This is an optimization exercise on Yosys and OpenROAD, whose aim is small area, a short achievable clock period and few clock cycles per item, not a production implementation. In this exercise RTL edits were held to simulation tests only and were not proved equivalent to the original.

==> design/flow/design.v <==
module tn48_check_engine (
    input  wire         clk,
    input  wire         rst,           
    input  wire         ctx_wr,
    input  wire [127:0] ctx_wdata,
    output wire [127:0] ctx_rdata,
    output wire         idle,
    output reg          selfcheck,
    input  wire         in_valid,
    output wire         in_ready,
    input  wire [63:0]  in_data,       
    input  wire [3:0]   in_nbytes,     
    input  wire         in_last,       
    input  wire [63:0]  in_check,      
    output reg          res_valid,
    output reg  [63:0]  res_crc,
    output reg          res_ok,
    output reg          res_pass
);
    localparam [2:0] P_CRC32C   = 3'd0;
    localparam [2:0] P_CRC64_1  = 3'd1;
    localparam [2:0] P_CRC64_2  = 3'd2;
    localparam [2:0] P_CRC16_FF = 3'd3;
    localparam [2:0] P_CRC16_00 = 3'd4;
    localparam [1:0] M_ALIVE = 2'b10;
    reg [63:0] running;
    reg [24:0] count;
    reg [2:0]  poly;
    reg [1:0]  mode;
    reg [15:0] last_alive;
    reg        d_min;
    reg [3:0]  d_max;
    reg [12:0] alive_offset;
    reg [7:0]  cnt_hi;
    reg [7:0]  cnt_lo;
    assign ctx_rdata = {running, count, poly, mode, last_alive, d_min, d_max, alive_offset};
    assign in_ready  = 1'b1;
    assign idle      = 1'b1;
    function [31:0] crc32c_byte(input [31:0] crc, input [7:0] b);
        integer k;
        reg [31:0] c;
        begin
            c = crc ^ {24'd0, b};
            for (k = 0; k < 8; k = k + 1)
                c = c[0] ? ((c >> 1) ^ 32'h82F6_3B78) : (c >> 1);
            crc32c_byte = c;
        end
    endfunction
    function [63:0] crc64_byte(input [63:0] crc, input [7:0] b);
        integer k;
        reg [63:0] c;
        begin
            c = crc ^ {b, 56'd0};
            for (k = 0; k < 8; k = k + 1)
                c = c[63] ? ((c << 1) ^ 64'h42F0_E1EB_A9EA_3693) : (c << 1);
            crc64_byte = c;
        end
    endfunction
    function [15:0] crc16_byte(input [15:0] crc, input [7:0] b);
        integer k;
        reg [15:0] c;
        begin
            c = crc ^ {b, 8'd0};
            for (k = 0; k < 8; k = k + 1)
                c = c[15] ? ((c << 1) ^ 16'h1021) : (c << 1);
            crc16_byte = c;
        end
    endfunction
    function [63:0] init_of(input [2:0] p);
        case (p)
            P_CRC32C:   init_of = 64'h0000_0000_FFFF_FFFF;
            P_CRC64_1:  init_of = 64'h0000_0000_0000_0000;
            P_CRC64_2:  init_of = 64'hFFFF_FFFF_FFFF_FFFF;
            P_CRC16_FF: init_of = 64'h0000_0000_0000_FFFF;
            default:    init_of = 64'h0000_0000_0000_0000;
        endcase
    endfunction
    function [63:0] xorout_of(input [2:0] p);
        xorout_of = (p == P_CRC32C) ? 64'h0000_0000_FFFF_FFFF : 64'd0;
    endfunction
    reg [63:0] run_nx;
    reg [24:0] cnt_nx;
    reg [7:0]  hi_nx;
    reg [7:0]  lo_nx;
    reg [7:0]  b;
    integer    i;
    always @* begin
        run_nx = running;
        cnt_nx = count;
        hi_nx  = cnt_hi;
        lo_nx  = cnt_lo;
        for (i = 0; i < 8; i = i + 1) begin
            if (i < in_nbytes) begin
                b = in_data[8*i +: 8];
                case (poly)
                    P_CRC32C:              run_nx = {32'd0, crc32c_byte(run_nx[31:0], b)};
                    P_CRC64_1, P_CRC64_2:  run_nx = crc64_byte(run_nx, b);
                    default:               run_nx = {48'd0, crc16_byte(run_nx[15:0], b)};
                endcase
                if (cnt_nx == {12'd0, alive_offset})
                    hi_nx = b;
                if (cnt_nx == {12'd0, alive_offset} + 25'd1)
                    lo_nx = b;
                cnt_nx = cnt_nx + 25'd1;
            end
        end
    end
    wire [63:0] final_crc = run_nx ^ xorout_of(poly);
    wire        check_ok  = (final_crc == in_check);
    wire [15:0] alive_d   = {hi_nx, lo_nx} - last_alive;
    wire        d_in_win  = (alive_d >= {15'd0, d_min}) && ((alive_d >> d_max) == 16'd0);
    wire        job_pass  = check_ok && (mode != M_ALIVE || d_in_win);
    wire        beat      = in_valid && in_ready;
    wire        ctx_bad   = (ctx_wdata[38:36] > P_CRC16_00) || (ctx_wdata[35:34] == 2'b11)
                            || (ctx_wdata[16:13] == 4'd0);
    always @(posedge clk) begin
        if (rst) begin
            running      <= init_of(P_CRC32C);
            count        <= 25'd0;
            poly         <= P_CRC32C;
            mode         <= 2'b00;
            last_alive   <= 16'd0;
            d_min        <= 1'b1;
            d_max        <= 4'd1;
            alive_offset <= 13'd0;
            cnt_hi       <= 8'd0;
            cnt_lo       <= 8'd0;
            selfcheck    <= 1'b0;
            res_valid    <= 1'b0;
            res_crc      <= 64'd0;
            res_ok       <= 1'b0;
            res_pass     <= 1'b0;
        end else begin
            res_valid <= 1'b0;
            if (ctx_wr) begin
                {running, count, poly, mode, last_alive, d_min, d_max, alive_offset} <= ctx_wdata;
                if (ctx_bad)
                    selfcheck <= 1'b1;
            end else if (beat) begin
                if (in_last) begin
                    running   <= init_of(poly);
                    count     <= 25'd0;
                    cnt_hi    <= 8'd0;
                    cnt_lo    <= 8'd0;
                    if (mode == M_ALIVE && job_pass)
                        last_alive <= {hi_nx, lo_nx};
                    res_valid <= 1'b1;
                    res_crc   <= final_crc;
                    res_ok    <= check_ok;
                    res_pass  <= job_pass;
                end else begin
                    running <= run_nx;
                    count   <= cnt_nx;
                    cnt_hi  <= hi_nx;
                    cnt_lo  <= lo_nx;
                end
            end
        end
    end
endmodule
==> design/flow/run.sh <==
#!/bin/bash
# synth_recipe.tcl (not shown) runs the flow's synth.tcl, then flattens the netlist and writes it again
# the make line also repeats each setting of config.mk as NAME=value (left out here)
make -C /OpenROAD-flow-scripts/flow DESIGN_CONFIG=/design/flow/config.mk WORK_HOME=/design/flow/orfs CLKGATE_MAP_FILE= SYNTH_SCRIPT=/design/flow/synth_recipe.tcl finish
==> design/flow/config.mk <==
export PLATFORM = sky130hd
export DESIGN_NAME = tn48_check_engine
export DESIGN_NICKNAME = tn48_check_engine
export VERILOG_FILES = /design/flow/design.v
export SDC_FILE = /design/flow/constraint.sdc
export NUM_CORES = 4
export LEC_CHECK = 0
export CAP_MARGIN = 20
export CORE_MARGIN = 2
export CORE_UTILIZATION = 40
export PLACE_DENSITY = 0.6
export SETUP_SLACK_MARGIN = 0.3
export SLEW_MARGIN = 20
==> design/flow/constraint.sdc <==
create_clock -name core_clock -period 20.0 [get_ports {clk}]
set_input_delay 4.0000 -clock core_clock [delete_from_list [all_inputs] [get_ports {clk}]]
set_output_delay 4.0000 -clock core_clock [all_outputs]
set_load 0.01 [all_outputs]
==> out/metrics.cfg <==
[outcome]
status=no timing/DRC/antenna violations

[worst_setup_path]
cp.arrival_ns=19.68
crit_start=in_data[6]
crit_buf_inv=8
crit_family=XOR/XNOR gates
crit_fanout=34
critical-path-max-stage-delay_ns=0.67
worstPathRequired_ns=20.43
crit_path_end_kind=flip-flop
critPathKind=in2reg
slowest_stage=clkdlybuf4s50_1
crit_path_start_kind=input port
rr_startpoint=running[7]

[timing]
fin_tns_setup_ns=0
worst_hold_slack_ns=0.461
finClkSkew_ns=0.0208
fin_crit_ns=19.25
slew_violations=0
worst-slew-pin-transition_ns=1.27
timing.final.hold_violations=0
rsz0062_at_grt=false
min_period_over_period_pct=96.2
setup_violations=0
fmax_ghz=0.0520
slew-limit-headroom_pct=14.7

[cells_and_area]
drive_above_1_share_pct=15.6
design_area_sq_mm=0.0706
layout.nets=8403
area.growth.synth_to_final_pct=21.4

[yosys]
synth_cell_type_count=146
synth_flop_cell=dfxtp_1
yosys-top-cells-area=xnor2_1, xnor3_1, xor2_1, dfxtp_1, nor2_1
yosysMostFrequentCell=xnor2_1
synth_edf_count=0
avgSynthCellArea_sq_um=7.91
async_reset_ff_share_pct=0
synthesis.instances=7351
ys_seq_area_share_pct=7.30
yosysTopAreaCellShare_pct=21.0
yosysTopAreaCell=xnor2_1
synth_top_cells_by_count=xnor2_1, nor2_1, xor2_1
synthesis.area_sq_mm=0.0582
yosys_warnings=1
ys_ff_latch=212

[place]
portBuffers=460
placed_area_sq_mm=0.0694
gp_congestion=1.10
place_hpwl_mm=290

[grt]
antenna_found_initial=26
grt_first_pass_wirelength_mm=483
grt_use_total_pct=45.7
grt_max_degree=109
first_global_vias=60423
grt-ovfl-total=0

[hold_path]
hp-start=res_crc[8]
hold_path.class=reg2reg

[route]
wl_mm=355
firstDrtPassIters=9
vias_per_cell=6.50
ant_nets=0
first_iter_violations=10103
drc=0
vias=65297
wl_per_cell_um=35.4

[die]
die_y_um=385
row_count=139
start_util_pct=40.4
core_sq_mm=0.144
dieArea_sq_mm=0.148
fp.dieW_um=385
io-pin-count=463

[clock_network]
clock_latency_ns=0.59
h-tree-depth=1
path_clk_slew_ns=0.07
clk_path_buf_depth=3
cts_inserted_buffers=25
clockRootBuffer=clkbuf_16
clock_sinks=212
cts_tree=built

[run]
maxCapViolations=0

## per-stage QoR
step,setup slack [ns],utilization (%),instances
6_report,0.754,49.0,10044
4_1_cts,0.459,48.8,10024
5_1_grt,0.275,49.0,10036
3_3_place_gp,-0.378,48.2,9979
3_5_place_dp,-0.391,48.2,9980
2_1_floorplan,0.582,-,7352
## registers in the layout, summed over array words and instances (netlist names), 2 cells and up
| name | count |
|---|---|
| alive_offset | 13 |
| cnt_hi | 8 |
| cnt_lo | 8 |
| count | 25 |
| d_max | 4 |
| last_alive | 16 |
| mode | 2 |
| poly | 3 |
| res_crc | 64 |
| running | 64 |
## worst min-delay path: cells and delay by family (launching register included)
family / cells / cell delay, ns
flops: 1 / 0.31
simple gates: 1 / 0.05
compound gates: 1 / 0.05
## repair_timing
action                                  CTS  global route
setup buffers                             0             6
endpoints found under the setup margin   18            20
resized for setup                         2            41
pin swaps                                 0             4
gates cloned                              0             1
hold buffers                              0             0
## per-layer routing
layer	wire [um]	track usage, %	vias up
li1	-	-	27789
met4	23400	24.8	14
met5	94	0	-
met2	145000	66.2	4764
met3	45100	12.1	864
met1	141000	61.4	31866
## worst paths after layout
| check | slack (ns) | endpoint | cells past startpoint |
|---|---|---|---|
| hold / removal | 0.46 | res_crc[8] | 2 |
| setup reg to reg | 4.18 | last_alive[6] | 48 |
| setup / recovery | 0.75 | last_alive[6] | 51 |
| hold reg to reg | 0.46 | res_crc[8] | 2 |
## logic make-up (layout without fill, tap and decap cells)
logic type      Yosys count  count (layout)  synth area share [%]
fa+ha+maj                27              27                 0.590
mux                     161             161                  2.94
other cells               1              14               0.00645
simple gates           2160            2160                  18.3
xor+xnor               2363            2363                  44.5
flops                   212             212                  7.30
compound gates         1775            1775                  21.6
buf+inv                 652            1429                  4.69
## layout by cell type (no fill, tap or decap), types with 112 or more instances in the layout
master / count
xnor3_1: 231
nand2_1: 498
clkdlybuf4s50_1: 454
mux2i_1: 112
nor2_1: 645
o21ai_0: 354
xnor2_1: 1378
nor3_1: 188
buf_4: 799
xor2_1: 567
a21oi_1: 324
dfxtp_1: 212
a22oi_1: 119
nand3_1: 158
## area by class of cell
cell class	instances	area, sq um
Inverter	109	409
Fill cell	14313	73400
Tap cell	1903	2380
Clock inverter	8	140
Sequential cell	212	4240
Multi-Input combinational cell	6488	51700
Timing Repair Buffer	1276	11000
Antenna cell	12	30.0
Clock buffer	36	737
Testbench counts, summed over its fixed seeds: cycles 68,616, bytes 505,136.

static timing again, ports no longer ideal:
The results above use ideal ports. As a check the final layout listed here was re-extracted and re-timed, cells and wires unchanged.
Step 1 sets driving cells, clkbuf_16 on the clock port and buf_2 on the other inputs (assumed; they add their load-dependent delay and slew).
Step 2 adds t to the input delays and takes it off the output delays; t is the mean of the earliest and latest rising clock arrival at the registers after step 1. Input paths then give back, and output paths get back, about the clock's delay inside the block.
Three values: ideal ports, drivers, drivers and shift; two values: the first two.
t, ns: 0.641
setup WS [ns]: 0.754 / 0.774 / 0.132
worst slew at a driven data input, ns: 0.22
After both steps this run still meets setup and hold. The setup slack of this run moves by +0.020 ns with the drivers and by -0.622 ns with both steps.
